From an optimization exercise on the open Yosys and OpenROAD flow, aimed at small area, a short achievable clock period and few clock cycles per item; shortcuts taken in it are not production practice.
Function was checked by simulation only, so behaviour that the tests miss may differ from the original.

Setup of v14:
Design chard_lane, start of the top module:
module chard_lane (
    input  wire        clk,
    input  wire        rst,
    input  wire        cmd_valid,
    output wire        cmd_ready,
    input  wire        cmd_slot,       
    input  wire [63:0] cmd_seed,
    input  wire [63:0] cmd_index,      
    input  wire [15:0] cmd_epoch,      
    input  wire [9:0]  cmd_stream,     
    input  wire [15:0] cmd_op,         
    input  wire [63:0] cmd_pos,        
    input  wire [15:0] cmd_count,      
    output wire        out_valid,
    input  wire        out_ready,
    output wire [31:0] out_word,
    output wire [63:0] out_hash,       
    output wire        out_last,       
    output wire        out_wrap,       
    output wire        tbl_en,
    output wire [9:0]  tbl_addr_a,
    output wire [9:0]  tbl_addr_b,
    input  wire [31:0] tbl_data_a,
    input  wire [31:0] tbl_data_b
);
Settings: LEC_CHECK=0, CAP_MARGIN=20, CORE_MARGIN=2, CORE_UTILIZATION=40, SLEW_MARGIN=20; clock period 5.0 ns.
standard.sh (not shown) runs the stock make flow with config.mk's settings and CLKGATE_MAP_FILE= SYNTH_SCRIPT=/design/flow/synth_recipe.tcl, a recipe that flattens the netlist after the stock synthesis.
==> flow/flow/run.sh <==
#!/bin/bash
# The standard layout (standard.sh), with two synthesis changes that touch
# only the combinational mapping (registers are mapped exactly as in the
# standard synthesis, before either step):
#  - abc maps with a delay target (flow/abc_speed.script) in place of the
#    stock speed script;
#  - no full/half-adder extraction (ADDER_MAP_FILE empty), so abc sees the
#    adders as plain logic.
# Everything else is ORFS's own scripts, unchanged.
set -euo pipefail
here=$(pwd)
rm -rf "$here/scripts"
cp -r "$FLOW_HOME/scripts" "$here/scripts"
cp "$here/flow/abc_speed.script" "$here/scripts/abc_speed.script"
export SCRIPTS_DIR="$here/scripts"
export ADDER_MAP_FILE=
export BUFFER_PORTS_ARGS="-buffer_cell sky130_fd_sc_hd__buf_1"
bash "$here/standard.sh" > "$here/standard.log" 2>&1
==> flow/flow/abc_speed.script <==
strash
dch -f
map -D 1400
buffer -c
topo
stime -c
upsize -c
dnsize -c
Testbench counts of v14, summed over its fixed seeds: cycles 24,293, items 23,934.
#### Input delta (v31 over v14)
- SETUP_SLACK_MARGIN: unset -> 2.6
==> flow/run.sh (new file) <==
#!/bin/bash
# synth_recipe.tcl (not shown) runs the flow's synth.tcl, then flattens the netlist and writes it again
# the make line also repeats each setting of config.mk as NAME=value (left out here)
make -C /OpenROAD-flow-scripts/flow DESIGN_CONFIG=/design/flow/config.mk WORK_HOME=/design/flow/orfs CLKGATE_MAP_FILE= SYNTH_SCRIPT=/design/flow/synth_recipe.tcl finish
removed: flow/flow/run.sh
removed: flow/flow/abc_speed.script
removed: flow/standard.sh
- v31 ended with every stage complete and zero timing, DRC or antenna violations.
- The post-CTS resize count of v31 exceeds that of v14 by 1240.
- Max number of antenna diodes across v14 and v31: v14
- Going from v14 to v31, tightest hold margin now sits at about the same level; count of inverters not on the clock network in the layout now sits lower.
- From v14 to v31 the numbers moved as follows: adder and majority cell fraction of the synthesized area increased by 6.4 points relative to the old numbers.
- Re maximum number of pins on one net before global-route repair: v14 was lower than v31.
The following lists how v45 was set up differently from v31:
==> flow/flow/run.sh (new file) <==
#!/bin/bash
# The standard layout (standard.sh), with two synthesis changes that touch
# only the combinational mapping (registers are mapped exactly as in the
# standard synthesis, before either step):
#  - abc maps with a delay target (flow/abc_speed.script) in place of the
#    stock speed script;
#  - no full/half-adder extraction (ADDER_MAP_FILE empty), so abc sees the
#    adders as plain logic.
# Everything else is ORFS's own scripts, unchanged.
set -euo pipefail
here=$(pwd)
rm -rf "$here/scripts"
cp -r "$FLOW_HOME/scripts" "$here/scripts"
cp "$here/flow/abc_speed.script" "$here/scripts/abc_speed.script"
export SCRIPTS_DIR="$here/scripts"
export ADDER_MAP_FILE=
bash "$here/standard.sh" > "$here/standard.log" 2>&1
==> flow/flow/abc_speed.script (new file) <==
strash
dch -f
map -D 1400
buffer -c
topo
stime -c
upsize -c
dnsize -c
==> flow/standard.sh (new file) <==
#!/bin/bash
# synth_recipe.tcl (not shown) runs the flow's synth.tcl, then flattens the netlist and writes it again
# the make line also repeats each setting of config.mk as NAME=value (left out here)
make -C /OpenROAD-flow-scripts/flow DESIGN_CONFIG=/design/flow/config.mk WORK_HOME=/design/flow/orfs CLKGATE_MAP_FILE= SYNTH_SCRIPT=/design/flow/synth_recipe.tcl "${@:-finish}"
removed: flow/run.sh
[summary]
The final reports for v45 and v31 show met2 track demand over resource higher in the former.
v45 completed end to end with timing, DRC and antenna clean.
Non-clock inverter count in the final layout, v45 vs v31: up by more than 100%
v45 ends up with a synthesized netlist cell count that is 1850 higher than in v31.
Sort v45 and v31 by flip-flop and latch share of the layout cell area desc -> top: v31

## port drivers added, routing unchanged
The results above use ideal ports. As a check the final layouts listed here were re-extracted and re-timed, cells and wires unchanged. Step 1, drivers: a clkbuf_16 drives clk and a buf_2 each remaining input, both assumed. Step 2, shift: input delay + t, output delay - t, t = (earliest + latest rising clock arrival at the registers) / 2. This alone moves slack from input paths to output paths. a / b / c = ideal / step 1 / step 2; a / b = the first two.
| run | shift t [ns] | setup slack, ns | clock arrival spread, ns | worst data-port slew with drivers (ns) |
|---|---|---|---|---|
| v14 | 0.805 | 1.512 / 1.490 / 1.480 | 0.046 / 0.046 | 0.16 |
| v31 | 0.794 | 1.857 / 1.857 / 1.819 | 0.036 / 0.036 | 0.14 |
| v45 | 0.814 | 2.359 / 2.313 / 1.855 | 0.049 / 0.049 | 0.16 |
After both steps setup and hold are still met in every run listed. For v45, which loses most, drivers alone change the setup slack by -0.046 ns; drivers and shift together by -0.504 ns.
